Context: an optimization exercise on an open-source flow, tuned for small area and a short achievable clock period. The choices shown serve that exercise and are no tape-out recipe.
Only simulation tests tie the RTL to the original design; equivalence was not proved.
Power is estimated from default activity; no workload was simulated.

== job 7208 ==
Design pst_rx, start of the top module:
module pst_rx (
    input  wire        clk,
    input  wire        rst,            
    input  wire        in_valid,       
    input  wire [65:0] in_data,        
    input  wire        inv_auto,       
    input  wire        restart,        
    input  wire        lockloss_clr,   
    output wire        blk_valid,
    output wire        blk_ctrl,
    output wire [63:0] blk_data,
    output wire        locked,
    output wire        rx_inv,
    output wire        inv_event,
    output wire [31:0] blkerr,
    output wire [15:0] lockloss,
    output wire        fr_sof,
    output wire        fr_valid,
    output wire [63:0] fr_data,
    output wire        fr_end,
    output wire        fr_good,
    output wire [15:0] frame_ok,
    output wire [15:0] frame_err
);
export LEC_CHECK = 0
export CAP_MARGIN = 20
export CORE_MARGIN = 2
export CORE_UTILIZATION = 65
export CTS_CLUSTER_DIAMETER = 100
export CTS_CLUSTER_SIZE = 22
export PLACE_DENSITY = 0.8
export SLEW_MARGIN = 20
create_clock -name core_clock -period 13.0 [get_ports {clk}]
standard.sh (not shown) runs the stock make flow with config.mk's settings and CLKGATE_MAP_FILE= SYNTH_SCRIPT=/design/flow/synth_recipe.tcl, a recipe that flattens the netlist after the stock synthesis.
==> flow/flow/run.sh <==
#!/bin/bash
# The standard ORFS layout (standard.sh, the standard flow's SDC and config), with:
# - synthesis by flow/lean_synth.tcl: the standard flow's synthesis script with an
#   area-oriented ABC mapping script (flow/lean.abc); same flip-flops/names;
set -euo pipefail
W=$(pwd)
export LEAN_ABC_SCRIPT="$W/flow/lean.abc"
mapfile -t ARGS < <(grep -v '^#' flow/make_args.txt | sed '/^$/d')
bash standard.sh "SYNTH_SCRIPT=$W/flow/lean_synth.tcl" "${ARGS[@]}" finish > standard_flow.log 2>&1
==> flow/flow/lean.abc <==
&get -n
&st
&dch
&nf
&put
topo
stime -c
==> flow/flow/lean_synth.tcl <==
# The standard flow's synthesis script (synth_recipe.tcl) with one change: ABC maps the
# logic with flow/lean.abc (area-oriented mapping, no buffering or upsizing)
# instead of ORFS's speed script; the layout's timing repair sizes the gates.
# Flip-flops, yosys synth -nofsm -noshare, flattening and renaming as the standard flow's.
proc synth {args} { yosys synth -nofsm -noshare {*}$args }
proc abc {args} {
  set i [lsearch -exact $args -script]
  if {$i >= 0} { set args [lreplace $args [expr {$i+1}] [expr {$i+1}] $::env(LEAN_ABC_SCRIPT)] }
  yosys abc {*}$args
}
source $::env(SCRIPTS_DIR)/synth.tcl
# left out here: clear keep_hierarchy, flatten, clean up, hide names made inside functions, write 1_2_yosys.v
==> flow/flow/make_args.txt <==
SETUP_SLACK_MARGIN=8.3
TNS_END_PERCENT=0
BUFFER_PORTS_ARGS=-buffer_cell sky130_fd_sc_hd__buf_1
#### Input delta (job 2823 over job 7208)
--- a/flow/config.mk
+++ b/flow/config.mk
@@ -8,7 +8,5 @@
 export CAP_MARGIN = 20
 export CORE_MARGIN = 2
-export CORE_UTILIZATION = 65
-export CTS_CLUSTER_DIAMETER = 100
-export CTS_CLUSTER_SIZE = 22
-export PLACE_DENSITY = 0.8
+export CORE_UTILIZATION = 40
+export PLACE_DENSITY = 0.6
 export SLEW_MARGIN = 20
### Flow results
The first-pass GRT wire length in job 2823 was higher than what job 7208 gave.
Relative to job 7208, the depth of the worst register-to-register path of job 2823 is higher by 6.
Compare job 2823 and job 7208 | setup slack lower: job 2823
Higher sequential power share among job 2823 and job 7208: job 7208
The following lists how job 1054 was set up differently from job 2823:
--- a/flow/config.mk
+++ b/flow/config.mk
@@ -8,5 +8,5 @@
 export CAP_MARGIN = 20
 export CORE_MARGIN = 2
-export CORE_UTILIZATION = 40
-export PLACE_DENSITY = 0.6
+export CORE_UTILIZATION = 55
+export PLACE_DENSITY = 0.7
 export SLEW_MARGIN = 20
## What came out
Per the final summary, job 1054 finished and its layout is clean on timing, DRC and antenna. Job 1054 vs. job 2823: proportion of cell area spent on the clock network was more or less identical, sequential power was more or less identical. Cell area: job 1054 < job 2823. Diff job 2823..job 1054 | power share of the clock group | negligible. Sort job 1054 and job 2823 by number of buffers other than clock buffers in the final layout, descending, and job 2823 comes first. Taking job 2823 as the reference, in job 1054 total global routing track utilization +8.9 points; power after layout fell about 2%; worst setup slack up 47 ps.
Input changes introduced in job 3128 (baseline for comparison: job 1054):
==> flow/flow/make_args.txt <==
SETUP_SLACK_MARGIN=8.7
TNS_END_PERCENT=0
BUFFER_PORTS_ARGS=-buffer_cell sky130_fd_sc_hd__buf_1
--- a/flow/config.mk
+++ b/flow/config.mk
@@ -8,5 +8,7 @@
 export CAP_MARGIN = 20
 export CORE_MARGIN = 2
-export CORE_UTILIZATION = 55
-export PLACE_DENSITY = 0.7
+export CORE_UTILIZATION = 65
+export CTS_CLUSTER_DIAMETER = 100
+export CTS_CLUSTER_SIZE = 22
+export PLACE_DENSITY = 0.8
 export SLEW_MARGIN = 20
--- outcome ---
[compare] base=job 1054 new=job 3128: combined area of the multi-input logic cells essentially unchanged, netlist area before placement essentially unchanged, fmax increased about 2%. Job 1054 → job 3128: worst vdd rail ir drop shows a reduction of 0.14 mV, non-clock buffer count now larger. In the metrics for job 1054 and job 3128, the one carrying the lower register-to-register slack is job 1054. Of job 1054 and job 3128, the higher clock network fraction of design power belongs to job 1054. Comparing job 1054 and job 3128, the lower global-route met2 utilization is on job 1054.
Edits applied to the flow inputs when going from job 3128 to job 9888:
==> flow/flow/make_args.txt <==
SETUP_SLACK_MARGIN=8.3
TNS_END_PERCENT=0
BUFFER_PORTS_ARGS=-buffer_cell sky130_fd_sc_hd__buf_1
--- a/flow/config.mk
+++ b/flow/config.mk
@@ -8,7 +8,7 @@
 export CAP_MARGIN = 20
 export CORE_MARGIN = 2
-export CORE_UTILIZATION = 65
+export CORE_UTILIZATION = 40
 export CTS_CLUSTER_DIAMETER = 100
-export CTS_CLUSTER_SIZE = 22
-export PLACE_DENSITY = 0.8
+export CTS_CLUSTER_SIZE = 28
+export PLACE_DENSITY = 0.6
 export SLEW_MARGIN = 20
--- outcome ---
- Job 9888 finished all stages; the layout is clean.
- | worst max-slew margin expressed relative to the limit | higher: job 9888 |
- Changes observed in job 9888 relative to job 3128: number of clock buffers in the layout -10; total power after layout +about 3.4%; via-per-instance ratio -0.80.
- Job 9888 against job 3128: sequential cell fraction of total power now sits lower, proportion of power drawn by the clock network dropped 0.2 points.

[port drivers added, routing unchanged]
In the flow no input, the clock included, has a driving cell. The finished layouts below were timed again as built, in two steps. Step 1 (the two cells are an assumption about what drives the block):
set clk [get_ports {clk}]
set_driving_cell -lib_cell sky130_fd_sc_hd__clkbuf_16 $clk
set_driving_cell -lib_cell sky130_fd_sc_hd__buf_2 [delete_from_list [all_inputs] $clk]
Step 2 times the ports against the registers' clock, not the clock port: input delays grow and output delays shrink by t, the midpoint of the rising clock arrivals with the driver on. a / b / c = ideal / step 1 / step 2; a / b = the first two.
| run | t (ns) | setup slack, ns | slew at the worst register clock pin (ns) | worst slew at a driven data input, ns |
|---|---|---|---|---|
| job 7208 | 0.648 | 7.921 / 7.861 / 7.324 | 0.10 / 0.10 | 0.05 |
| job 2823 | 0.679 | 7.776 / 7.708 / 7.202 | 0.06 / 0.06 | 0.08 |
| job 1054 | 0.676 | 7.823 / 7.760 / 7.193 | 0.07 / 0.07 | 0.08 |
| job 3128 | 0.648 | 7.921 / 7.861 / 7.324 | 0.10 / 0.10 | 0.05 |
| job 9888 | 0.661 | 7.846 / 7.796 / 7.223 | 0.12 / 0.12 | 0.09 |
After both steps setup and hold are still met in every run listed. For job 1054, which loses most, drivers alone change the setup slack by -0.063 ns; drivers and shift together by -0.630 ns.
